From an optimization exercise on the open Yosys and OpenROAD flow, aimed at small area, a short achievable clock period and few clock cycles per item; shortcuts taken in it are not production practice.
Only simulation tests tie the RTL to the original design; equivalence was not proved.
Power and IR drop assume default switching activity.

File: design/flow/config.mk
export PLATFORM = sky130hd
export DESIGN_NAME = flt_fine
export DESIGN_NICKNAME = flt_fine
export VERILOG_FILES = /design/flow/design.v
export SDC_FILE = /design/flow/constraint.sdc
export NUM_CORES = 4
export LEC_CHECK = 0
export CAP_MARGIN = 20
export CORE_MARGIN = 2
export CORE_UTILIZATION = 50
export CTS_BUF_LIST = sky130_fd_sc_hd__clkbuf_8
export PLACE_DENSITY = 0.65
export SLEW_MARGIN = 20
File: design/flow/constraint.sdc
create_clock -name core_clock -period 16.0 [get_ports {clk}]
set_input_delay 3.2000 -clock core_clock [delete_from_list [all_inputs] [get_ports {clk}]]
set_output_delay 3.2000 -clock core_clock [all_outputs]
set_load 0.01 [all_outputs]
File: design/flow/design.v
module flt_fine (
    input  wire               clk,
    input  wire               rst,           
    input  wire [4:0]         dc_k,          
    input  wire               dc_freeze,     
    input  wire [2:0]         cic_log2,      
    input  wire [1:0]         hb_n,          
    input  wire [1:0]         fir_taps,      
    input  wire [4:0]         sh_dc,
    input  wire [4:0]         sh_cic,
    input  wire [4:0]         sh_hb1,
    input  wire [4:0]         sh_hb2,
    input  wire [4:0]         sh_fir,
    input  wire [4:0]         sh_loop,
    input  wire [15:0]        kp,
    input  wire [15:0]        ki,
    input  wire [23:0]        m_seed,        
    input  wire               coef_we,
    input  wire [5:0]         coef_addr,
    input  wire [17:0]        coef_data,
    input  wire               start,         
    input  wire               in_valid,
    input  wire signed [23:0] in_e,
    output wire               in_ready,
    output wire               idle,
    output reg                out_valid,
    output wire signed [23:0] out_f,
    output reg  signed [31:0] out_w,
    output wire signed [23:0] out_m,
    output reg                out_clamped
);
    integer i;
    function [23:0] shsat;
        input [47:0] x;
        input [4:0]  s;
        reg   [47:0] y;
        reg          ovf;
        integer      q;
        begin
            y = $signed(x) >>> s;
            ovf = 1'b0;
            for (q = 23; q < 47; q = q + 1)
                if (q >= 23 + s) ovf = ovf | (x[q] ^ x[47]);
            if (ovf)
                shsat = {x[47], {23{~x[47]}}};
            else
                shsat = y[23:0];
        end
    endfunction
    function [2:0] bdig;
        input [2:0] b;
        begin
            bdig[2] = b[2] & ~(b[1] & b[0]);
            bdig[1] = (b[2] & ~b[1] & ~b[0]) | (~b[2] & b[1] & b[0]);
            bdig[0] = b[1] ^ b[0];
        end
    endfunction
    function [26:0] benc;
        input [17:0] c;
        reg   [18:0] e;
        reg   b2, b1, b0;
        integer j;
        begin
            e = {c, 1'b0};
            for (j = 0; j < 9; j = j + 1) begin
                b2 = e[2*j+2]; b1 = e[2*j+1]; b0 = e[2*j];
                benc[3*j+2] = b2 & ~(b1 & b0);
                benc[3*j+1] = (b2 & ~b1 & ~b0) | (~b2 & b1 & b0);
                benc[3*j]   = b1 ^ b0;
            end
        end
    endfunction
    function [25:0] brow;
        input [23:0] a;
        input [2:0]  g;
        reg   [25:0] pm, w;
        begin
            pm = g[0] ? {{2{a[23]}}, a} : g[1] ? {a[23], a, 1'b0} : 26'd0;
            w  = pm ^ {26{g[2]}};
            brow = {~w[25], w[24:0]};
        end
    endfunction
    function [95:0] csa;
        input [47:0] a, b, c;
        begin
            csa[47:0]  = a ^ b ^ c;
            csa[95:48] = {((a & b) | (a & c) | (b & c)), 1'b0};
        end
    endfunction
    function [47:0] bconst;
        input integer n;
        reg [47:0] k;
        integer j;
        begin
            k = 48'd0;
            for (j = 0; j < 9; j = j + 1)
                k = k - (48'd1 << (25 + 2*j));
            bconst = k * n;
        end
    endfunction
    reg  [4:0]  p_dck, p_shdc, p_shcic, p_shhb1, p_shhb2, p_shfir, p_shloop;
    reg         p_frz;
    reg  [2:0]  p_cl;
    reg  [1:0]  p_hbn, p_ft;
    reg  [15:0] p_kp, p_ki;
    always @(posedge clk) begin
        p_dck    <= dc_k;
        p_frz    <= dc_freeze;
        p_cl     <= cic_log2;
        p_hbn    <= hb_n;
        p_ft     <= fir_taps;
        p_shdc   <= sh_dc;
        p_shcic  <= sh_cic;
        p_shhb1  <= sh_hb1;
        p_shhb2  <= sh_hb2;
        p_shfir  <= sh_fir;
        p_shloop <= sh_loop;
        p_kp     <= kp;
        p_ki     <= ki;
    end
    wire [5:0] rm1 = (6'd1 << p_cl) - 6'd1;           
    wire       h16 = (p_ft == 2'd0);                   
    wire [4:0] hm1 = h16 ? 5'd15 : 5'd31;              
    reg  [16:0] kpi;           
    reg  [6:0]  u_r;           
    reg         u_zero;        
    wire signed [9:0] sh_sum = $signed({5'd0, p_shdc}) + $signed({5'd0, p_shcic})
                             + ((p_hbn >= 2'd1) ? $signed({5'd0, p_shhb1}) : 10'sd0)
                             + ((p_hbn >= 2'd2) ? $signed({5'd0, p_shhb2}) : 10'sd0)
                             + $signed({5'd0, p_shfir});
    wire signed [9:0] growth = $signed({5'd0, p_cl, 2'b00})
                             + $signed(10'd17) * $signed({8'd0, p_hbn} + 10'd1);
    reg  signed [9:0] sh_sum_r, growth_r;
    wire signed [9:0] u_sh   = sh_sum_r - growth_r + 10'sd8;
    wire signed [9:0] u_rr   = 10'sd47 - u_sh;
    always @(posedge clk) begin
        sh_sum_r <= sh_sum;
        growth_r <= growth;
        kpi    <= {1'b0, p_kp} + {1'b0, p_ki};
        u_zero <= (u_sh >= 10'sd48);
        u_r    <= (u_rr > 10'sd71) ? 7'd71 : u_rr[6:0];
    end
    reg        rdy;
    reg        start_r;
    reg        v0, be0;
    reg signed [23:0] e0;
    reg  [5:0] acnt;             
    reg  [1:0] cred;             
    reg  [2:0] sp;               
    assign in_ready = rdy;
    wire accept = in_valid & rdy;
    wire blk_end = (acnt == rm1);
    wire be_acc = accept && blk_end;
    wire       q_pop;
    wire [5:0] acnt_A = blk_end ? 6'd0 : acnt + 6'd1;
    wire [1:0] cred_N = cred - {1'b0, q_pop};
    wire [1:0] cred_A = cred + {1'b0, blk_end} - {1'b0, q_pop};
    wire [2:0] sp_N   = (sp == 3'd7) ? 3'd7 : sp + 3'd1;
    wire [2:0] sp_A   = blk_end ? 3'd1 : sp_N;
    wire       rdy_N  = (acnt   != rm1) || ((cred_N < 2'd2) && (sp_N >= 3'd6));
    wire       rdy_A  = (acnt_A != rm1) || ((cred_A < 2'd2) && (sp_A >= 3'd6));
    always @(posedge clk) begin
        e0 <= in_e;
        if (rst) begin
            rdy     <= 1'b1;
            start_r <= 1'b0;
            v0      <= 1'b0;
            be0     <= 1'b0;
            acnt    <= 6'd0;
            cred    <= 2'd0;
            sp      <= 3'd7;
        end else begin
            start_r <= start;
            v0      <= accept;
            be0     <= be_acc;
            acnt    <= start ? 6'd0 : accept ? acnt_A : acnt;
            cred    <= accept ? cred_A : cred_N;
            sp      <= accept ? sp_A : sp_N;
            rdy     <= start | (accept ? rdy_A : rdy_N);
        end
    end
    reg signed [23:0] m;
    reg signed [23:0] m_snap;      
    reg signed [24:0] d;
    reg               dv, dbe;
    reg signed [23:0] x1;
    reg               v1, be1;
    wire signed [24:0] dc_t   = d >>> p_dck;
    wire               dc_upd = dv && !p_frz;
    wire signed [24:0] dc_tu  = dc_upd ? dc_t : 25'sd0;
    wire signed [23:0] m_nx   = m + dc_tu[23:0];
    wire signed [24:0] dc_ys  = d >>> p_shdc;
    always @(posedge clk) begin
        if (start_r)
            m <= m_seed;
        else
            m <= m_nx;
        if (dv && dbe)
            m_snap <= m_nx;
        d   <= {e0[23], e0} - {m[23], m} - dc_tu;
        dbe <= be0;
        x1  <= shsat({{23{dc_ys[24]}}, dc_ys}, 5'd0);
        if (rst) begin
            dv <= 1'b0; v1 <= 1'b0; be1 <= 1'b0;
        end else begin
            dv <= v0; v1 <= dv; be1 <= dv & dbe;
        end
    end
    reg signed [47:0] i1, i2, i3, i4;
    reg               v2, v3, v4, be2, be3, be4, cg;
    always @(posedge clk) begin
        if (start_r) begin
            i1 <= 48'sd0; i2 <= 48'sd0; i3 <= 48'sd0; i4 <= 48'sd0;
        end else begin
            if (v1) i1 <= i1 + {{24{x1[23]}}, x1};
            if (v2) i2 <= i2 + i1;
            if (v3) i3 <= i3 + i2;
            if (v4) i4 <= i4 + i3;
        end
        if (rst) begin
            v2 <= 1'b0; v3 <= 1'b0; v4 <= 1'b0; cg <= 1'b0;
            be2 <= 1'b0; be3 <= 1'b0; be4 <= 1'b0;
        end else begin
            v2 <= v1; v3 <= v2; v4 <= v3;
            be2 <= v1 & be1; be3 <= v2 & be2; be4 <= v3 & be3;
            cg <= v4 & be4;
        end
    end
    reg signed [47:0] cc;
    reg signed [47:0] dq0, dq1, dq2, dq3;
    reg signed [23:0] m_c;
    reg        [2:0]  cs;
    wire signed [47:0] cb_a  = cg ? i4 : cc;
    wire signed [47:0] cb_d  = cb_a - dq0;
    reg  signed [23:0] cic_out;
    wire               q_push = (cs == 3'd6);
    always @(posedge clk) begin
        if (start_r) begin
            dq0 <= 48'sd0; dq1 <= 48'sd0; dq2 <= 48'sd0; dq3 <= 48'sd0;
        end else if (cg || (cs >= 3'd2 && cs <= 3'd4)) begin
            dq0 <= dq1; dq1 <= dq2; dq2 <= dq3; dq3 <= cb_a;
        end
        cc <= cb_d;
        cic_out <= shsat(cc, p_shcic);
        if (cg)
            m_c <= m_snap;
        if (rst)
            cs <= 3'd0;
        else if (cg)
            cs <= 3'd2;
        else if (cs != 3'd0)
            cs <= (cs == 3'd6) ? 3'd0 : cs + 3'd1;
    end
    reg  [1:0]  qn;
    reg  [23:0] qa_v, qb_v, qa_m, qb_m;
    always @(posedge clk) begin
        if (rst) begin
            qn <= 2'd0;
        end else begin
            qn <= qn + {1'b0, q_push} - {1'b0, q_pop};
        end
        if (q_pop) begin
            if (q_push && qn == 2'd1) begin
                qa_v <= cic_out; qa_m <= m_c;
            end else begin
                qa_v <= qb_v; qa_m <= qb_m;
            end
            if (q_push && qn == 2'd2) begin
                qb_v <= cic_out; qb_m <= m_c;
            end
        end else if (q_push) begin
            if (qn == 2'd0) begin
                qa_v <= cic_out; qa_m <= m_c;
            end else begin
                qb_v <= cic_out; qb_m <= m_c;
            end
        end
    end
    localparam [2:0] H_IDLE = 3'd0, H_RUN = 3'd1, H_W1 = 3'd2, H_SAT = 3'd3, H_OUT = 3'd4;
    reg  [2:0]  hs;
    reg         hstg;             
    reg  [3:0]  hj;
    reg         hph1, hph2;       
    reg  [3:0]  ecnt1, ecnt2;     
    reg  [191:0] e1l, e2l;        
    reg  [95:0]  o1l, o2l;        
    reg  signed [23:0] m_hb;
    reg  [23:0] hbr;              
    reg         fp_v;             
    reg  signed [23:0] fp_val, fp_m;
    reg  [23:0] hd;               
    reg  [26:0] hdg;              
    reg  [47:0] hps, hpc;         
    reg         hpn;              
    reg         hpv, hpf;
    reg  [47:0] hacc;
    wire hb_take_o = !hph1 && (qn != 2'd0) && (p_hbn != 2'd0) && !(hs == H_RUN && !hstg);
    wire hb_take_e =  hph1 && (qn != 2'd0) && (p_hbn != 2'd0) && (hs == H_IDLE);
    wire hb_take   = hb_take_o || hb_take_e;
    wire dir_take = (p_hbn == 2'd0) && (qn != 2'd0) && !fp_v;
    assign q_pop  = hb_take || dir_take;
    wire        hb_s2    = !hstg && (p_hbn >= 2'd2);
    wire        hb_to_s2 = (hs == H_OUT) && hb_s2;
    wire        hb_to_fp = (hs == H_OUT) && !hb_s2 && !fp_v;
    wire        hrot     = (hs == H_RUN) && (hj != 4'd8);
    reg  [2:0]  hs_n;
    reg         hstg_n;
    reg  [3:0]  hj_n;
    always @(*) begin
        hs_n = hs; hstg_n = hstg; hj_n = hj;
        case (hs)
            H_IDLE: if (hb_take && hph1) begin
                hs_n = H_RUN; hstg_n = 1'b0; hj_n = 4'd0;
            end
            H_RUN: begin
                hj_n = hj + 4'd1;
                if (hj == 4'd8) hs_n = H_W1;
            end
            H_W1:  hs_n = H_SAT;
            H_SAT: hs_n = H_OUT;
            H_OUT: begin
                if (hb_to_s2) begin
                    if (hph2) begin
                        hs_n = H_RUN; hstg_n = 1'b1; hj_n = 4'd0;
                    end else
                        hs_n = H_IDLE;
                end else if (hb_to_fp)
                    hs_n = H_IDLE;
            end
            default: hs_n = H_IDLE;
        endcase
    end
    wire [3:0] ecnt1_n = start_r ? 4'd0 : (hb_take && hph1 && ecnt1 != 4'd8) ? ecnt1 + 4'd1 : ecnt1;
    wire [3:0] ecnt2_n = start_r ? 4'd0 : (hb_to_s2 && hph2 && ecnt2 != 4'd8) ? ecnt2 + 4'd1 : ecnt2;
    wire [3:0]  hcnt_n = hstg_n ? ecnt2_n : ecnt1_n;
    wire        hval_n = (hj_n == 4'd8) ? (hcnt_n >= 4'd4) : ({1'b0, 3'd7 - hj_n[2:0]} < hcnt_n);
    wire [23:0] he6    = hstg_n ? e2l[167:144] : e1l[167:144];
    wire [23:0] ho3    = hstg_n ? o2l[95:72]   : o1l[95:72];
    function [17:0] hcoef;
        input [3:0] j;
        begin
            case (j)
                4'd0, 4'd7: hcoef = -18'sd983;
                4'd1, 4'd6: hcoef =  18'sd2651;
                4'd2, 4'd5: hcoef = -18'sd5800;
                4'd3, 4'd4: hcoef =  18'sd36900;
                default:    hcoef =  18'sd65536;
            endcase
        end
    endfunction
    wire [9*48-1:0] hrv;
    genvar gi;
    generate
        for (gi = 0; gi < 9; gi = gi + 1) begin : g_hr
            wire [47:0] base = {22'd0, brow(hd, hdg[3*gi +: 3])} << (2*gi);
            if (gi > 0) begin : g_n
                assign hrv[48*gi +: 48] = base | ({47'd0, hdg[3*(gi-1)+2]} << (2*(gi-1)));
            end else begin : g_0
                assign hrv[48*gi +: 48] = base;
            end
        end
    endgenerate
    wire [47:0] hr [0:8];
    generate
        for (gi = 0; gi < 9; gi = gi + 1) begin : g_hra
            assign hr[gi] = hrv[48*gi +: 48];
        end
    endgenerate
    wire [95:0] ht1a = csa(hr[0], hr[1], hr[2]);
    wire [95:0] ht1b = csa(hr[3], hr[4], hr[5]);
    wire [95:0] ht1c = csa(hr[6], hr[7], hr[8]);
    wire [95:0] ht2a = csa(ht1a[47:0], ht1a[95:48], ht1b[47:0]);
    wire [95:0] ht2b = csa(ht1b[95:48], ht1c[47:0], ht1c[95:48]);
    wire [95:0] ht3  = csa(ht2a[47:0], ht2a[95:48], ht2b[47:0]);
    wire [95:0] ht4  = csa(ht3[47:0], ht3[95:48], ht2b[95:48]);
    localparam [47:0] HC0 = bconst(9);
    always @(posedge clk) begin
        hd  <= (hs_n == H_RUN && hval_n) ? ((hj_n == 4'd8) ? ho3 : he6) : 24'd0;
        hdg <= benc(hcoef(hj_n));
        hps <= ht4[47:0];
        hpc <= ht4[95:48];
        hpn <= hdg[26];
        if (hpv)
            hacc <= (hpf ? HC0 : hacc) + hps + hpc + {31'd0, hpn, 16'd0};
        hbr <= shsat(hacc, hstg ? p_shhb2 : p_shhb1);
        if (rst) begin
            hpv <= 1'b0; hpf <= 1'b0;
        end else begin
            hpv <= (hs == H_RUN);
            hpf <= (hs == H_RUN) && (hj == 4'd0);
        end
        if (hb_take && hph1)
            e1l <= {e1l[167:0], qa_v};
        else if (hrot && !hstg)
            e1l <= {e1l[167:0], e1l[191:168]};
        if (hb_take && !hph1)
            o1l <= {o1l[71:0], qa_v};
        if (hb_to_s2 && hph2)
            e2l <= {e2l[167:0], hbr};
        else if (hrot && hstg)
            e2l <= {e2l[167:0], e2l[191:168]};
        if (hb_to_s2 && !hph2)
            o2l <= {o2l[71:0], hbr};
        if (hb_take_e)
            m_hb <= qa_m;
        ecnt1 <= ecnt1_n;
        ecnt2 <= ecnt2_n;
        if (start_r) begin
            hph1 <= 1'b0; hph2 <= 1'b0;
        end else begin
            if (hb_take)  hph1 <= ~hph1;
            if (hb_to_s2) hph2 <= ~hph2;
        end
        if (rst) begin
            hs <= H_IDLE; hstg <= 1'b0; hj <= 4'd0;
        end else begin
            hs <= hs_n; hstg <= hstg_n; hj <= hj_n;
        end
    end
    wire fir_ins;
    always @(posedge clk) begin
        if (rst)
            fp_v <= 1'b0;
        else if (dir_take || hb_to_fp)
            fp_v <= 1'b1;
        else if (fir_ins)
            fp_v <= 1'b0;
        if (dir_take) begin
            fp_val <= qa_v; fp_m <= qa_m;
        end else if (hb_to_fp) begin
            fp_val <= hbr; fp_m <= m_hb;
        end
    end
    reg        cw_v;
    reg [5:0]  cw_a;
    reg [17:0] cw_d;
    reg [17:0] cst [0:63];
    always @(posedge clk) begin
        cw_a <= coef_addr;
        cw_d <= coef_data;
        if (rst) cw_v <= 1'b0; else cw_v <= coef_we;
    end
    genvar g;
    generate
        for (g = 0; g < 64; g = g + 1) begin : g_cst
            always @(posedge clk)
                if (cw_v && cw_a == g) cst[g] <= cw_d;
        end
    endgenerate
    reg [23:0] rg [0:63];
    reg [4:0]  fa;             
    reg [4:0]  fam;            
    reg        fw;             
    reg [5:0]  zf;             
    reg signed [23:0] m_fir;
    assign fir_ins = fp_v && (fa == 5'd0) && !fw && (zf == 6'd0);
    wire   fa_wrap = (fa == hm1);
    wire [4:0] fa_n  = (fir_ins || fa_wrap) ? 5'd0 : fa + 5'd1;
    wire       fw_n  = fir_ins ? 1'b1 : (fw && fa_wrap) ? 1'b0 : fw;
    wire [23:0] d1_end = rg[31];
    wire [23:0] d2_end = rg[63];
    wire        zfa    = (zf != 6'd0);
    wire [23:0] d1_in  = fir_ins ? fp_val : zfa ? 24'd0 : d1_end;
    wire [23:0] d2_in  = fir_ins ? d1_end : zfa ? 24'd0 : d2_end;
    always @(posedge clk) begin
        for (i = 1; i < 64; i = i + 1)
            if (i != 32 && i != 16 && i != 48) rg[i] <= rg[i-1];
        rg[0]  <= d1_in;
        rg[32] <= d2_in;
        rg[16] <= h16 ? d1_in : rg[15];
        rg[48] <= h16 ? d2_in : rg[47];
        if (fir_ins) m_fir <= fp_m;
        if (rst) begin
            fa <= 5'd0; fw <= 1'b0;
        end else if (start_r) begin
            fa <= 5'd0; fw <= 1'b0;
        end else begin
            fa <= fa_n; fw <= fw_n;
        end
        fam <= hm1 - fa_n - 5'd1;
        if (rst) zf <= 6'd0;
        else if (start_r) zf <= 6'd33;
        else if (zf != 6'd0) zf <= zf - 6'd1;
    end
    wire [4:0]  ka_n  = (fir_ins || fa_wrap) ? hm1 : fam;    
    wire        va_n  = fw_n;
    wire        vb_n  = fw_n && (p_ft != 2'd1 || !ka_n[4]);
    wire [17:0] ca_rd = cst[ka_n];
    wire [17:0] cb_rd = h16 ? cst[{2'b01, ka_n[3:0]}] : cst[{1'b1, ka_n}];
    reg  [26:0] dga, dgb;
    reg  [47:0] fps, fpc;
    reg  [1:0]  fpn;
    reg         fs1, ff1, fl1, fs2, ff2, fl2, fl3;
    reg  [47:0] facc;
    wire [18*48-1:0] frv;
    generate
        for (gi = 0; gi < 9; gi = gi + 1) begin : g_fr
            wire [47:0] ba = {22'd0, brow(d1_end, dga[3*gi +: 3])} << (2*gi);
            wire [47:0] bb = {22'd0, brow(d2_end, dgb[3*gi +: 3])} << (2*gi);
            if (gi > 0) begin : g_n
                assign frv[48*gi +: 48]     = ba | ({47'd0, dga[3*(gi-1)+2]} << (2*(gi-1)));
                assign frv[48*(9+gi) +: 48] = bb | ({47'd0, dgb[3*(gi-1)+2]} << (2*(gi-1)));
            end else begin : g_0
                assign frv[48*gi +: 48]     = ba;
                assign frv[48*(9+gi) +: 48] = bb;
            end
        end
    endgenerate
    wire [47:0] fr [0:17];
    generate
        for (gi = 0; gi < 18; gi = gi + 1) begin : g_fra
            assign fr[gi] = frv[48*gi +: 48];
        end
    endgenerate
    wire [95:0] ft1a = csa(fr[0],  fr[1],  fr[2]);
    wire [95:0] ft1b = csa(fr[3],  fr[4],  fr[5]);
    wire [95:0] ft1c = csa(fr[6],  fr[7],  fr[8]);
    wire [95:0] ft1d = csa(fr[9],  fr[10], fr[11]);
    wire [95:0] ft1e = csa(fr[12], fr[13], fr[14]);
    wire [95:0] ft1f = csa(fr[15], fr[16], fr[17]);
    wire [95:0] ft2a = csa(ft1a[47:0], ft1a[95:48], ft1b[47:0]);
    wire [95:0] ft2b = csa(ft1b[95:48], ft1c[47:0], ft1c[95:48]);
    wire [95:0] ft2c = csa(ft1d[47:0], ft1d[95:48], ft1e[47:0]);
    wire [95:0] ft2d = csa(ft1e[95:48], ft1f[47:0], ft1f[95:48]);
    wire [95:0] ft3a = csa(ft2a[47:0], ft2a[95:48], ft2b[47:0]);
    wire [95:0] ft3b = csa(ft2b[95:48], ft2c[47:0], ft2c[95:48]);
    wire [95:0] ft4a = csa(ft3a[47:0], ft3a[95:48], ft3b[47:0]);
    wire [95:0] ft4b = csa(ft3b[95:48], ft2d[47:0], ft2d[95:48]);
    wire [95:0] ft5  = csa(ft4a[47:0], ft4a[95:48], ft4b[47:0]);
    wire [95:0] ft6  = csa(ft5[47:0], ft5[95:48], ft4b[95:48]);
    localparam [47:0] FC16 = bconst(32);
    localparam [47:0] FC32 = bconst(64);
    always @(posedge clk) begin
        dga <= va_n ? benc(ca_rd) : 27'd0;
        dgb <= vb_n ? benc(cb_rd) : 27'd0;
        fps <= ft6[47:0];
        fpc <= ft6[95:48];
        fpn <= {1'b0, dga[26]} + {1'b0, dgb[26]};
        facc <= (ff2 ? (h16 ? FC16 : FC32) : facc) + fps + fpc + {30'd0, fpn, 16'd0};
        if (rst) begin
            fs1 <= 1'b0; ff1 <= 1'b0; fl1 <= 1'b0;
            fs2 <= 1'b0; ff2 <= 1'b0; fl2 <= 1'b0; fl3 <= 1'b0;
        end else begin
            fs1 <= fw_n;
            ff1 <= fir_ins;
            fl1 <= fw_n && (fa_n == hm1);
            fs2 <= fs1; ff2 <= ff1; fl2 <= fs1 && fl1;
            fl3 <= fl2;
        end
    end
    wire [23:0] fir_f = shsat(facc, p_shfir);
    reg  [3:0]  lst;           
    reg  signed [23:0] f_l, m_l;
    reg  signed [47:0] phi, integ, v, p1, p2;
    reg  [2:0]  bdi, bdp;      
    assign out_f = f_l;
    assign out_m = m_l;
    always @(posedge clk)
        if (fl1 && fs1) m_l <= m_fir;
    wire        sh_u  = (lst == 4'd1);
    wire signed [70:0] sh_y  = sh_u ? {f_l, 47'd0} : {{23{p2[47]}}, p2};
    wire        [6:0]  sh_a  = sh_u ? u_r : {2'b0, p_shloop};
    wire signed [70:0] sh_ys = sh_y >>> sh_a;
    wire signed [47:0] u_v   = u_zero ? 48'sd0 : sh_ys[47:0];
    wire [3:0]  dj  = lst - 4'd2;          
    wire [18:0] kie = {2'b0, p_ki, 1'b0};
    wire [18:0] kpe = {1'b0, kpi, 1'b0};
    wire [2:0]  bei = bdig(kie[2*dj +: 3]);
    wire [2:0]  bep = bdig(kpe[2*dj +: 3]);
    wire [47:0] ppi = bdi[0] ? p1 : bdi[1] ? {p1[46:0], 1'b0} : 48'd0;
    wire [47:0] ppp = bdp[0] ? p1 : bdp[1] ? {p1[46:0], 1'b0} : 48'd0;
    wire [47:0] ints = integ + (ppi ^ {48{bdi[2]}}) + {47'd0, bdi[2]};
    wire [47:0] p2s  = p2    + (ppp ^ {48{bdp[2]}}) + {47'd0, bdp[2]};
    wire [47:0] phs  = phi + p1 - v;
    wire signed [49:0] w_full = {{18{m_l[23]}}, m_l, 8'd0} + {{2{v[47]}}, v};
    wire               w_hi   = !w_full[49] && (w_full[48:31] != 18'd0);
    wire               w_lo   =  w_full[49] && (w_full[48:31] != {18{1'b1}});
    always @(posedge clk) begin
        if (fl3)
            f_l <= fir_f;
        bdi <= bei;
        bdp <= bep;
        if (start_r) begin
            phi <= 48'sd0; integ <= 48'sd0; v <= 48'sd0;
        end else begin
            if (lst == 4'd2)
                phi <= phs;
            if (lst >= 4'd3 && lst <= 4'd11)
                integ <= ints;
            if (lst == 4'd12)
                v <= sh_ys[47:0];
        end
        case (lst)
            4'd1:    p1 <= u_v;
            4'd2:    p1 <= phs;
            default: p1 <= {p1[45:0], 2'b0};
        endcase
        p2 <= (lst == 4'd2) ? integ : p2s;
        if (rst) begin
            lst <= 4'd0;
            out_valid <= 1'b0;
        end else begin
            out_valid <= (lst == 4'd13);
            if (fl3)
                lst <= 4'd1;
            else if (lst != 4'd0)
                lst <= (lst == 4'd13) ? 4'd0 : lst + 4'd1;
        end
        out_w       <= w_hi ? 32'h7fffffff : w_lo ? 32'h80000000 : w_full[31:0];
        out_clamped <= w_hi | w_lo;
    end
    reg idle_r;
    assign idle = idle_r;
    wire busy = accept | v0 | dv | v1 | v2 | v3 | v4 | cg | (cs != 3'd0) | (qn != 2'd0)
              | (hs != H_IDLE) | fp_v | fw | fs1 | fs2 | fl3
              | ((lst != 4'd0) && (lst != 4'd13));
    always @(posedge clk) begin
        if (rst)
            idle_r <= 1'b1;
        else
            idle_r <= !busy;
    end
endmodule
File: design/flow/run.sh
#!/bin/bash
# synth_recipe.tcl (not shown) runs the flow's synth.tcl, then flattens the netlist and writes it again
# the make line also repeats each setting of config.mk as NAME=value (left out here)
make -C /OpenROAD-flow-scripts/flow DESIGN_CONFIG=/design/flow/config.mk WORK_HOME=/design/flow/orfs CLKGATE_MAP_FILE= SYNTH_SCRIPT=/design/flow/synth_recipe.tcl finish
==> results of run 1 <==
==> where the power goes <==
group	internal [mW]	switching, mW	total, mW
Sequential	14.6	0.956	15.6
Combinational	4.54	6.83	11.4
Clock	5.76	5.24	11.0
==> cells by family (layout without fill, tap and decap cells) <==
family,count (synthesis),in the layout,synth area share
and+or+nand+nor,5065,5065,0.0962
DFF,4996,4996,0.523
AOI/OAI and AO/OA,4477,4477,0.123
buffers and inverters,2343,3207,0.0387
adders and majority gates,1670,1670,0.114
xor gates and xnor gates,1316,1316,0.0500
muxes,1002,1002,0.0543
other,1,12,0.0000163
==> worst reg2reg max path, cell delays in order (launching register included) <==
cell and delay (ns):
dfxtp_1 1.03, mux2i_4 0.36, buf_4 0.66, ha_1 0.74, nand2b_1 0.29, a2111oi_0 0.50
a211oi_1 0.11, o21ai_0 0.32, a21oi_1 0.12, nand2_1 0.08, o31a_1 0.14, nand4_1 0.55
and2_1 0.71, nor2_1 0.23
==> path summary, 6_finish.rpt <==
kind | cells past startpoint | end | slack [ns] | start
worst max register to register | 13 | hbr[18] | 10.07 | hstg
worst min-delay path | 0 | rg[38][4] | 0.25 | rg[37][4]
worst min register to register | 0 | rg[38][4] | 0.25 | rg[37][4]
worst max-delay path | 1 | out_m[23] | 9.91 | m_l[23]
==> state kept, by name, indices dropped and copies added (netlist names), 43 cells and up <==
| signal | cells |
|---|---|
| dq1 | 48 |
| rg | 1536 |
| o1l | 96 |
| facc | 48 |
| i4 | 48 |
| i3 | 48 |
| p1 | 48 |
| e1l | 192 |
| dq3 | 48 |
| e2l | 192 |
| cc | 48 |
| p2 | 48 |
| fps | 43 |
| dq2 | 48 |
| dq0 | 48 |
| phi | 48 |
| o2l | 96 |
| cst | 1152 |
| hacc | 48 |
| integ | 48 |
| i1 | 48 |
| v | 48 |
| i2 | 48 |
==> metal layers <==
layer / global-route usage / share of wire / vias up
met5: 0 / 0.00011 / -
met2: 0.423 / 0.45 / 6299
li1: - / - / 73700
met4: 0.116 / 0.047 / 10
met3: 0.0433 / 0.076 / 1267
met1: 0.367 / 0.43 / 76800
==> cells in the final DEF, fill, tap and decap left out, types with 74 or more instances in the layout <==
cell,n
nand2b_1,124
o21bai_1,98
o21ai_0,1157
clkinv_2,94
o211ai_1,74
and3_1,106
mux2_2,273
clkdlybuf4s50_1,234
edfxtp_1,2064
nand2_1,2733
a31oi_1,122
nor3_1,142
o21a_1,84
ha_1,935
a21o_1,364
a22oi_1,367
clkinv_1,76
nor2b_1,214
a21oi_1,1215
a22o_1,98
nand3_1,235
dfxtp_1,2876
mux2i_1,548
xnor2_1,808
nand4_1,109
nor2_1,965
a211oi_1,168
inv_1,1430
clkbuf_8,901
xor2_1,507
o31ai_1,94
and2_1,100
a221oi_1,149
buf_4,353
mux4_2,171
fa_1,730
==> through the flow <==
stage                     hold slack (ns)  worst slack (ns)  area, sq um  utilization
final                               0.252              9.91       256000        0.557
after global placement              0.310              9.60       240000        0.521
after detailed placement            0.312              9.86       240000        0.521
after floorplan                     0.310             0.168       231000            -
after CTS                           0.245              9.78       256000        0.557
after global routing                0.235              9.47       256000        0.557
==> layout make-up <==
| class | instances | share of cell area |
|---|---|---|
| diodes | 11 | 0.000108 |
| clock buffers | 901 | 0.0484 |
| well taps | 6149 | 0.0301 |
| multi-input cells | 13500 | 0.397 |
| inverters | 1170 | 0.0172 |
| flip-flops and latches | 4996 | 0.472 |
| clock inverters | 543 | 0.0152 |
| repair buffers | 593 | 0.0199 |
==> out/results.txt, run 1 <==
status = timing/DRC/antenna clean
Reg area = 0.121 sq mm
cts hold-fix bufs = 0
Final TNS setup = 0 ns
IO Count = 236
Detail Placement HPWL = 436 mm
most common cell in the netlist = dfxtp_1
dpl cells = 26.4k
DIE HEIGHT = 683 um
maximum clock frequency = 164 MHz
final hold viol count = 0
fin. max-slew vios = 0
Yosys cell types = 114
row count = 249
Synth async-reset ratio = 0
# fillers = 38.9k
Via Count = 158k
clk_skew = 0.141 ns
register area share after synthesis = 0.523
most common flop cell mapped by yosys = dfxtp_1
crit path capture type = output port
Final min period = 6.09 ns
nets = 22.9k
initial antenna violation count = 23
Final Cycle Share = 0.381
vias in the first global route = 154k
Buffers & Inverters on Critical Path = 1
antenna-violating nets left = 0
Synth Net Count = 22.7k
unrepaired setup endpoints after global routing = false
CTS tree = built
clk buf depth = 4
cell taking the most area after synthesis = edfxtp_1
number of synthesized register bits = 4996
PortBufs = 235
Post-synth EDFFs = 2064
peak supply drop = 0.120 mV
routed vias/inst = 5.67
Worst Path Arrival = 2.89 ns
Synth Instances = 20.9k
drt drc = 0
Crit-path slowest cell = edfxtp_1
clock latency on the worst-skew pair = 1.32 ns
Syn Area/Cell = 11.0 sq um
PostCTS Resize Cnt = 0
multi-input logic area = 0.102 sq mm
total CTS buffers = 783
worst-path fanout max = 18
top cell type's share of synthesized area = 0.269
slew at the pin closest to its max-slew limit = 1.31 ns
DIE AREA = 0.467 sq mm
Root Buffer = clkbuf_8
CTS H-tree depth = 6
core area = 0.460 sq mm
worst-path cell chain = clkdlybuf4s50_1
post-route insts no fill = 27.9k
top cell types by occurrence after synthesis = dfxtp_1, nand2_1, edfxtp_1, a21oi_1, o21ai_0
Max Cap Viol = 0
Initial Util = 0.502
Top delay family on crit path = flip-flops
Pre-antenna DRT Iters = 8
gpl congestion = 0.935
Pleak = 101 nW
Initial DRC Count = 15.1k
P per Cell Area = 148 mW/mm^2
post-CTS setup buffer count = 0
Slew HR = 0.118
share of cells above drive strength 1 = 0.100
CP max stage delay = 0.91 ns
area grow syn2layout = 11.0%
Hold Crit Class = flop to flop
largest cells by area after synthesis = edfxtp_1, dfxtp_1, fa_1
synthesized area = 0.231 sq mm
CP Launch Type = flop
CP Data Required Time = 12.80 ns
# clock sinks = 4996
GRT overflow = 0
Synth warnings = 3
GRT Total Usage = 0.268
Total Power = 37.9 mW
die span in x = 683 um
CP Class = flop to output port
global-route wire length before repair = 957 mm
WL final = 637 mm
Final setup viols = 0
Reg clk slew, reported paths = 0.06 ns
largest net degree at the start of global routing = 208
average wire per standard cell = 22.8 um
Testbench counts, summed over its fixed seeds: cycles 68,096, items 65,536.
==> run 2, diff against run 1 <==
--- a/design/flow/design.v
+++ b/design/flow/design.v
@@ -26,5 +26,5 @@
     output reg                out_valid,
-    output wire signed [23:0] out_f,
+    output reg  signed [23:0] out_f,
     output reg  signed [31:0] out_w,
-    output wire signed [23:0] out_m,
+    output reg  signed [23:0] out_m,
     output reg                out_clamped
@@ -189,4 +189,6 @@
     wire               dc_upd = dv && !p_frz;
-    wire signed [24:0] dc_tu  = dc_upd ? dc_t : 25'sd0;
-    wire signed [23:0] m_nx   = m + dc_tu[23:0];
+    wire signed [23:0] m_add  = m + dc_t[23:0];
+    wire signed [23:0] m_nx   = dc_upd ? m_add : m;
+    wire signed [24:0] dc_a   = {e0[23], e0} - {m[23], m};
+    wire signed [24:0] dc_as  = dc_a - dc_t;
     wire signed [24:0] dc_ys  = d >>> p_shdc;
@@ -199,3 +201,3 @@
             m_snap <= m_nx;
-        d   <= {e0[23], e0} - {m[23], m} - dc_tu;
+        d   <= dc_upd ? dc_as : dc_a;
         dbe <= be0;
@@ -382,5 +384,5 @@
         hpn <= hdg[26];
-        if (hpv)
-            hacc <= (hpf ? HC0 : hacc) + hps + hpc + {31'd0, hpn, 16'd0};
-        hbr <= shsat(hacc, hstg ? p_shhb2 : p_shhb1);
+        hacc <= (hpf ? HC0 : hacc) + hps + hpc + {31'd0, hpn, 16'd0};
+        if (hs == H_SAT)
+            hbr <= shsat(hacc, hstg ? p_shhb2 : p_shhb1);
         if (rst) begin
@@ -555,4 +557,8 @@
     reg  [2:0]  bdi, bdp;      
-    assign out_f = f_l;
-    assign out_m = m_l;
+    reg  [47:0] ppi_r, ppp_r;  
+    reg         ngi_r, ngp_r;
+    always @(posedge clk) begin
+        out_f <= f_l;
+        out_m <= m_l;
+    end
     always @(posedge clk)
@@ -571,4 +577,5 @@
     wire [47:0] ppp = bdp[0] ? p1 : bdp[1] ? {p1[46:0], 1'b0} : 48'd0;
-    wire [47:0] ints = integ + (ppi ^ {48{bdi[2]}}) + {47'd0, bdi[2]};
-    wire [47:0] p2s  = p2    + (ppp ^ {48{bdp[2]}}) + {47'd0, bdp[2]};
+    wire        ppen = (lst >= 4'd3) && (lst <= 4'd11);
+    wire [47:0] ints = integ + ppi_r + {47'd0, ngi_r};
+    wire [47:0] p2s  = p2    + ppp_r + {47'd0, ngp_r};
     wire [47:0] phs  = phi + p1 - v;
@@ -582,2 +589,6 @@
         bdp <= bep;
+        ppi_r <= ppen ? (ppi ^ {48{bdi[2]}}) : 48'd0;
+        ppp_r <= ppen ? (ppp ^ {48{bdp[2]}}) : 48'd0;
+        ngi_r <= ppen & bdi[2];
+        ngp_r <= ppen & bdp[2];
         if (start_r) begin
@@ -587,5 +598,5 @@
                 phi <= phs;
-            if (lst >= 4'd3 && lst <= 4'd11)
+            if (lst >= 4'd3 && lst <= 4'd12)
                 integ <= ints;
-            if (lst == 4'd12)
+            if (lst == 4'd13)
                 v <= sh_ys[47:0];
@@ -602,3 +613,3 @@
         end else begin
-            out_valid <= (lst == 4'd13);
+            out_valid <= (lst == 4'd14);
             if (fl3)
@@ -606,3 +617,3 @@
             else if (lst != 4'd0)
-                lst <= (lst == 4'd13) ? 4'd0 : lst + 4'd1;
+                lst <= (lst == 4'd14) ? 4'd0 : lst + 4'd1;
         end
@@ -615,3 +626,3 @@
               | (hs != H_IDLE) | fp_v | fw | fs1 | fs2 | fl3
-              | ((lst != 4'd0) && (lst != 4'd13));
+              | ((lst != 4'd0) && (lst != 4'd14));
     always @(posedge clk) begin
==> design/flow/flow/run.sh (new file) <==
#!/bin/bash
set -euo pipefail
cd "$(dirname "$0")/.."
bash standard.sh SETUP_SLACK_MARGIN=11 "BUFFER_PORTS_ARGS=-buffer_cell sky130_fd_sc_hd__buf_4" finish > standard_flow.log 2>&1
==> design/flow/standard.sh (new file) <==
#!/bin/bash
# synth_recipe.tcl (not shown) runs the flow's synth.tcl, then flattens the netlist and writes it again
# the make line also repeats each setting of config.mk as NAME=value (left out here)
make -C /OpenROAD-flow-scripts/flow DESIGN_CONFIG=/design/flow/config.mk WORK_HOME=/design/flow/orfs CLKGATE_MAP_FILE= SYNTH_SCRIPT=/design/flow/synth_recipe.tcl "${@:-finish}"
--- a/design/flow/config.mk
+++ b/design/flow/config.mk
@@ -10,3 +10,4 @@
 export CORE_UTILIZATION = 50
-export CTS_BUF_LIST = sky130_fd_sc_hd__clkbuf_8
+export CTS_CLUSTER_DIAMETER = 100
+export CTS_CLUSTER_SIZE = 30
 export PLACE_DENSITY = 0.65
removed: design/flow/run.sh
==> run 2 against run 1 <==
Via count fell by 0.73%. Flip-flop and latch count rose by 145. Register-to-register slack improved by 1.1 ns. Largest power group unchanged. Highest routed layer unchanged.
==> out/results.txt, run 2 <==
synthesized area = 0.233 sq mm (+1.2%)
Buffers & Inverters on Critical Path = 1 (unchanged)
row count = 250 (+0.40%)
Syn Area/Cell = 11.0 sq um (-0.38%)
register area share after synthesis = 0.529 (+0.00537)
net switching power = 12.9 mW (-0.92%)
global-route wire length before repair = 950 mm (-0.74%)
GRT overflow = 0 (unchanged)
Slew HR = 0.215 (+0.0964)
clock latency on the worst-skew pair = 1.02 ns (-0.30 ns)
post-place setup slack = 10.25 ns (+0.384 ns)
biggest regs = rg: 1536 flops, cst: 1152 flops
peak supply drop = 0.142 mV (+19%)
Final min period = 4.89 ns (-1.20 ns)
worst-path fanout max = 1 (-17)
drt drc = 0 (unchanged)
Hold Worst Slack = 0.298 ns (+0.0459 ns)
# clock sinks = 5141 (+2.9%)
routed vias/inst = 5.77 (+1.8%)
most common cell in the netlist = dfxtp_1
share of cells above drive strength 1 = 0.0821 (-0.0183)
cell taking the most area after synthesis = dfxtp_1
CP Launch Type = flop
max reg flops = 1536 (unchanged)
WL final = 638 mm (+0.16%)
Most flops, register = rg
Total Power = 35.9 mW (-5.4%)
global-route met3 utilization = 0.0354 (-0.00791)
largest cells by area after synthesis = dfxtp_1, edfxtp_1, fa_1
antenna-violating nets left = 0 (unchanged)
cts hold-fix bufs = 0 (unchanged)
unrepaired setup endpoints after global routing = false
Reg clk slew, reported paths = 0.11 ns (+0.05 ns)
GRT Total Usage = 0.264 (-0.00450)
status = timing/DRC/antenna clean
Sw Ratio = 0.360 (+0.0163)
clk_skew = 0.0843 ns (-0.0566 ns)
CP max stage delay = 0.49 ns (-0.42 ns)
PortBufs = 235 (unchanged)
Initial DRC Count = 15.6k (+3.3%)
CTS tree = built
final core occ = 0.538 (-0.0192)
worst-path cell chain = buf_4
multi-input logic area = 0.102 sq mm (+0.28%)
top cell type's share of synthesized area = 0.266 (-0.00268)
GR peak layer = met2
CP Data Required Time = 12.80 ns (about the same)
CTS H-tree depth = 4 (-2)
Final Cycle Share = 0.306 (-0.0750)
Synth async-reset ratio = 0 (unchanged)
combinational share of power = 0.355 (+0.055)
Final setup viols = 0 (unchanged)
P_int = 23.0 mW (-7.7%)
DIE HEIGHT = 687 um (+0.58%)
most common flop cell mapped by yosys = dfxtp_1
clk buf depth = 4 (unchanged)
slew at the pin closest to its max-slew limit = 1.18 ns (-0.135 ns)
Final TNS setup = 0 ns (unchanged)
Hold Crit Class = flop to flop
initial antenna violation count = 33 (+43%)
Detail Placement HPWL = 448 mm (+2.6%)
number of synthesized register bits = 5141 (+2.9%)
area grow syn2layout = 7.05%
commonest non-fill, non-tap cell in the layout = dfxtp_1
nets = 22.7k (-0.97%)
average wire per standard cell = 23.5 um (+2.7%)
Worst Path Arrival = 1.69 ns (-1.20 ns)
GRT met1 Usage = 0.370 (+0.00367)
Max Cap Viol = 0 (unchanged)
top cell types by occurrence after synthesis = dfxtp_1, nand2_1, edfxtp_1, o21ai_0, a21oi_1
Reg area = 0.123 sq mm (+2.2%)
crit path capture type = output port
largest net degree at the start of global routing = 167 (-20%)
vias in the first global route = 150k (-2.8%)
gpl congestion = 0.927 (-0.78%)
Root Buffer = clkbuf_16
Initial Util = 0.502 (+0.000766)
DIE AREA = 0.472 sq mm (+1.2%)
met2 GRT Util = 0.414 (-0.00974)
Pre-antenna DRT Iters = 8 (unchanged)
Synth warnings = 3 (unchanged)
Yosys cell types = 104 (-8.8%)
Top delay family on crit path = flip-flops
die span in x = 687 um (+0.58%)
P per Cell Area = 144 mW/mm^2 (-3.0%)
Synth Instances = 21.2k (+1.6%)
post-route setup slack = 11.11 ns (+1.20 ns)
fin. max-slew vios = 0 (unchanged)
IO Count = 236 (unchanged)
total CTS buffers = 218 (-72%)
CP Class = flop to output port
final hold viol count = 0 (unchanged)
Clk pwr share = 0.197 (-0.093)
Via Count = 157k (-0.73%)
Crit-path slowest cell = dfxtp_2
most frequent cells in the layout = dfxtp_1, nand2_1, edfxtp_1
maximum clock frequency = 204 MHz (+25%)
Pleak = 94.9 nW (-5.7%)
sequential power share = 0.447 (+0.037)
Synth Net Count = 23.0k (+1.3%)
core area = 0.464 sq mm (+1.0%)
Post-synth EDFFs = 2040 (-1.2%)
# fillers = 40.2k (+3.3%)
run 2: cell count changes after synthesis, sizes merged, moves of 28 or more:
cell and delta:
xor2 -79, a21o -57, o21ai +60, clkbuf +73, mux2i -36, nor2 +117
buf -74, xnor2 +63, dfxtp +169, nand2 +44, nand4 +50, and3 -28
run 2: power by group through the flow:
| stage | clock network [mW] | logic, mW | registers [mW] |
|---|---|---|---|
| 5_1_grt | 7.66 | 14.3 | 16.2 |
| 2_1_floorplan | 0 | 9.25 | 15.7 |
| 4_1_cts | 7.24 | 12.6 | 16.0 |
| 3_3_place_gp | 0 | 12.3 | 16.3 |
| 6_report | 7.08 | 12.8 | 16.1 |
| 3_5_place_dp | 0 | 12.5 | 16.3 |
run 2: final timing paths:
check	start	endpoint	slack (ns)	cells after the start
worst min register to register	rg[0][7]	rg[1][7]	0.30	0
worst min-delay path	rg[0][7]	rg[1][7]	0.30	0
worst max-delay path	out_m[3]	out_m[3]	11.11	1
worst max register to register	fa[0]	dga[4]	11.13	16
run 2: kinds of logic after synthesis:
family | synth area share
and+or+nand+nor | 0.0990
DFF | 0.529
AOI/OAI and AO/OA | 0.122
buffers and inverters | 0.0378
adders and majority gates | 0.111
xor gates and xnor gates | 0.0488
muxes | 0.0524
other | 0.0000161
run 2: repair_timing:
| item | in CTS | in global routing |
|---|---|---|
| resized for setup | 55 | 95 |
| endpoints found under the setup margin | 251 | 245 |
| cloned | 0 | 1 |
| pin swaps | 3 | 17 |
| hold endpoints to repair | 0 | 0 |
| setup buffers | 11 | 32 |
run 2: worst register-to-register path, stage by stage (launching register included):
cell and delay (ns):
dfxtp_1 0.38, inv_1 0.08, ha_1 0.14, nor4bb_2 0.46
nand4_1 0.30, buf_4 0.29, nand2_1 0.08, buf_4 0.37
nor2_1 0.11, buf_4 0.26, a22oi_1 0.34, nand4_1 0.17
nor2_1 0.73, nor2_1 0.08, o32a_1 0.41, or3b_2 0.44
a21oi_1 0.15
run 2: metrics by stage:
stage	instance area, sq um	cells
2_1_floorplan	233000	21200
3_3_place_gp	242000	26800
3_5_place_dp	242000	26800
4_1_cts	249000	27200
5_1_grt	250000	27200
6_report	250000	27200
run 2: layer usage:
| metal | wire [um] | vias to the layer above |
|---|---|---|
| met5 | 104 | - |
| met4 | 29900 | 16 |
| met3 | 44700 | 1103 |
| met2 | 286000 | 5668 |
| met1 | 278000 | 77000 |
| li1 | - | 73200 |
run 2: layout make-up:
type / count / area share
antenna: 12 / 0.000120
clock buffer: 306 / 0.0237
clock inverter: 64 / 0.00476
inverter: 1169 / 0.0177
multi-input combinational: 13700 / 0.409
sequential: 5141 / 0.494
tap: 6174 / 0.0309
timing repair buffer: 631 / 0.0198
Testbench counts of run 2, summed over its fixed seeds: cycles 68,112, items 65,536.

static timing again, ports no longer ideal:
In the flow no input, the clock included, has a driving cell. The finished layouts below were timed again as built, in two steps.
Step 1, drivers: a clkbuf_16 drives clk and a buf_2 each remaining input, both assumed.
Step 2 adds t to the input delays and takes it off the output delays; t is the mean of the earliest and latest rising clock arrival at the registers after step 1. Input paths then give back, and output paths get back, about the clock's delay inside the block.
a / b / c = no drivers / after step 1 / after step 2; a / b = the first two.
| run | shift t [ns] | setup WS [ns] | worst hold slack (ns) | pins driven straight from the clock port |
|---|---|---|---|---|
| run 1 | 1.359 | 9.908 / 9.790 / 10.072 | 0.252 / 0.252 / 0.252 | 1 |
| run 2 | 1.095 | 11.108 / 10.987 / 11.054 | 0.298 / 0.298 / 0.298 | 1 |
After both steps setup and hold are still met in every run listed. For run 2, which loses most, drivers alone change the setup slack by -0.121 ns; drivers and shift together by -0.054 ns.
